What follows belongs to an exercise in optimizing a design on an open flow for small area, a short achievable clock period and few clock cycles per item; a production flow would make more cautious choices.
Only simulation tests tie the RTL to the original design; equivalence was not proved.

Design rs_line_decoder, start of the top module:
module rs_line_decoder (
    input  wire         clk,
    input  wire         rst,
    input  wire         in_valid,
    output wire         in_ready,
    input  wire [639:0] in_line,
    input  wire [36:0]  in_addr,
    output wire         out_valid,
    output wire [575:0] out_words,
    output wire         out_poison,
    output wire [2:0]   out_nerr
);
    function automatic [7:0] xt(input [7:0] a);
        xt = {a[6:0], 1'b0} ^ (a[7] ? 8'h1d : 8'h00);
    endfunction
    function automatic [7:0] gf_mul(input [7:0] a, input [7:0] b);
        integer i;
        reg [7:0] p;
        reg [7:0] aa;
        begin
            p  = 8'h00;
            aa = a;
            for (i = 0; i < 8; i = i + 1) begin
                if (b[i]) p = p ^ aa;
                aa = xt(aa);
            end
            gf_mul = p;
        end
    endfunction
    function automatic [7:0] apow(input integer e);
        integer i, ee;
        reg [7:0] p;
        begin
            ee = e % 255;
            if (ee < 0) ee = ee + 255;
            p = 8'h01;
            for (i = 0; i < 255; i = i + 1)
                if (i < ee) p = xt(p);
            apow = p;
        end
    endfunction
    function automatic [7:0] gf_inv(input [7:0] a);
        begin
            case (a)
      8'h00: gf_inv = 8'h00;
      8'h01: gf_inv = 8'h01;
      8'h02: gf_inv = 8'h8e;
      8'h03: gf_inv = 8'hf4;
      8'h04: gf_inv = 8'h47;
      8'h05: gf_inv = 8'ha7;
      8'h06: gf_inv = 8'h7a;
  ...
Settings: LEC_CHECK=0, CAP_MARGIN=60, CORE_MARGIN=2, CORE_UTILIZATION=30, GPL_TIMING_DRIVEN=1, PLACE_DENSITY=0.4, SETUP_SLACK_MARGIN=4.5, SLEW_MARGIN=60; clock period 9.0 ns.
run.sh (not shown) runs the stock make flow with config.mk's settings and CLKGATE_MAP_FILE= SYNTH_SCRIPT=/design/flow/synth_recipe.tcl, a recipe that flattens the netlist after the stock synthesis.
Testbench counts at the start, summed over its fixed seeds: cycles 22,584, lines 1,920.
==> next run, changes <==
- SETUP_SLACK_MARGIN: 4.5 -> 3
After rerunning: The changed run finished with timing, DRC and antenna clean; design area shrinks by 5.4%; die area is unchanged; routed wire length drops by 0.91%; critical path depth shrinks by 1; sequential cell count is unchanged.
==> next run, changes <==
- SETUP_SLACK_MARGIN: 3 -> 5
Outcome: The changed run passed the timing, DRC and antenna checks. Non-clock buffer count rose by 825. Worst setup slack gains 1.1 ns. Final area rises by roughly a tenth. Global-route usage climbs by 1.8 points. Sequential share of layout area shrinks by 2.5 points.
==> next run, changes <==
- SETUP_SLACK_MARGIN: 5 -> 4
=> The changed run completed with no timing, DRC or antenna violations. Wire length came out lower by 2.8%. Cell count came out lower by 4.1%. Cell area came out lower by 11%. Worst hold slack gets better by 0.017 ns. Die area stays the same. Worst setup slack gets worse by 0.32 ns. Area after synthesis does not change. Count of clock-buffer cells in the layout came out lower by 18. Non-clock buffer count came out lower by 720.

========
== 01-14 ==
Another version of the RTL of rs_line_decoder (not shown whole).
Size in the first run: about 11000 cells after synthesis, roughly 1200 flip-flops, ~0.088 sq mm of cells after synthesis.
Settings: LEC_CHECK=0, CAP_MARGIN=40, CORE_MARGIN=2, CORE_UTILIZATION=35, PLACE_DENSITY=0.45, SLEW_MARGIN=40; clock period 9.0 ns.
Final checks on 01-14, whose flow otherwise completed, came back failing, citing capacitance limit, slew limit.
Testbench counts of 01-14, summed over its fixed seeds: cycles 31,546, lines 1,920.
Input changes introduced in 08-16 (baseline for comparison: 01-14):
- SETUP_SLACK_MARGIN: unset -> 4.5
Of 01-14 and 08-16, the run reporting the lower multi-input logic area was 01-14. The hold slack in 08-16 was higher than what 01-14 gave. 08-16 vs 01-14 — total routing usage reported by global routing rose 1.0 points. | final non-filler cell total | higher: 08-16 |. 01-14 and 08-16: no clean run. Final checks on 01-14, whose flow otherwise completed, came back failing, citing capacitance limit, slew limit. Compared to 01-14, 08-16 has met1 routed wirelength after detailed routing about 4% higher. In 08-16, the global routing met3 resource utilization came out 1.4 points below the value in 01-14.

========
Another version of the RTL of rs_line_decoder (not shown whole).
Size in the first run: ~12000 cells after synthesis, roughly 1300 flip-flops, ~100000 um2 of cells after synthesis.
clock: 9.0 ns
lec_check: 0
cap_margin: 60
core_margin: 2
core_utilization: 30
gpl_timing_driven: 1
place_density: 0.4
setup_slack_margin: 3
slew_margin: 60
Testbench counts at the start, summed over its fixed seeds: cycles 24,488, lines 1,920.
Then changed:
--- a/flow/config.mk
+++ b/flow/config.mk
@@ -8,7 +8,6 @@
 export CAP_MARGIN = 60
 export CORE_MARGIN = 2
-export CORE_UTILIZATION = 30
-export GPL_TIMING_DRIVEN = 1
-export PLACE_DENSITY = 0.4
-export SETUP_SLACK_MARGIN = 3
+export CORE_UTILIZATION = 35
+export PLACE_DENSITY = 0.45
+export SETUP_SLACK_MARGIN = 4
 export SLEW_MARGIN = 60
Result: This time the run ran to the end with violations: max-capacitance violations, max-slew violations; count of clock-buffer cells in the layout goes down by 24; sequential share of layout area goes down by 0.37 points; final cell count fell by a few percent; fmax is lower by a little under a tenth; worst hold slack improved by 0.031 ns; synthesized cell count stays the same; synthesized area is unchanged; via count grows by a few percent; routed wire length barely changes; clock skew is lower by 0.017 ns.

========
north:
rs_line_decoder, a different RTL version from the one above (not shown whole).
Size in the first run: roughly 1300 I/O pins.
Settings: LEC_CHECK=0, CAP_MARGIN=70, CORE_MARGIN=2, CORE_UTILIZATION=28, GPL_ROUTABILITY_DRIVEN=1, GPL_TIMING_DRIVEN=1, PLACE_DENSITY=0.38, SETUP_SLACK_MARGIN=3, SLEW_MARGIN=70; clock period 9.0 ns.
Testbench counts of north, summed over its fixed seeds: cycles 22,984, lines 1,920.
Inputs modified between north and south:
Settings: SLEW_MARGIN: 70 -> 60; PLACE_DENSITY: 0.38 -> 0.4; CAP_MARGIN: 70 -> 60; GPL_ROUTABILITY_DRIVEN: 1 -> unset; CORE_UTILIZATION: 28 -> 30.
==> run summary <==
south finished all stages; the layout is clean. north → south: detailed-route wire length on metal 1 shows no meaningful change, sequential share of layout area went up 1.3 points.

==> separate check: timing with driven ports <==
No port has a modelled driver above. Below, the same layouts with a new extraction and two added sets of constraints. Step 1, drivers: a clkbuf_16 drives clk and a buf_2 each remaining input, both assumed. Step 2 also shifts input and output timing later by t, the mid clock arrival at the registers, as if the neighbouring blocks saw the same clock. a / b / c = no drivers / after step 1 / after step 2; a / b = the first two.
run	t (ns)	slack for setup (ns)	hold WS [ns]	worst setup path after step 2	worst register clock-pin slew, ns
the first run of note 1	1.054	4.101 / 4.101 / 3.922	0.328 / 0.328 / 0.328	input to register	0.08 / 0.08
the second run of note 1	1.106	3.071 / 3.071 / 2.714	0.357 / 0.357 / 0.357	input to register	0.07 / 0.07
the third run of note 1	1.065	4.181 / 4.181 / 3.979	0.325 / 0.325 / 0.325	input to register	0.07 / 0.07
the fourth run of note 1	1.051	3.857 / 3.857 / 3.278	0.341 / 0.341 / 0.341	input to register	0.09 / 0.09
01-14	0.960	2.531 / 2.484 / 2.531	0.335 / 0.335 / 0.335	register to register	0.08 / 0.08
08-16	1.005	3.533 / 3.533 / 3.533	0.354 / 0.354 / 0.354	register to register	0.08 / 0.08
the first run of note 3	1.084	3.071 / 3.071 / 2.568	0.365 / 0.365 / 0.365	input to register	0.09 / 0.09
the second run of note 3	1.115	2.617 / 2.617 / 2.617	0.396 / 0.396 / 0.396	register to register	0.08 / 0.08
north	1.066	3.056 / 3.056 / 2.689	0.326 / 0.326 / 0.326	input to register	0.07 / 0.07
south	1.038	3.164 / 3.164 / 3.089	0.326 / 0.326 / 0.326	input to register	0.08 / 0.08
The setup slack of the fourth run of note 1, which loses most, moves by 0.000 ns with the drivers and by -0.579 ns with both steps.
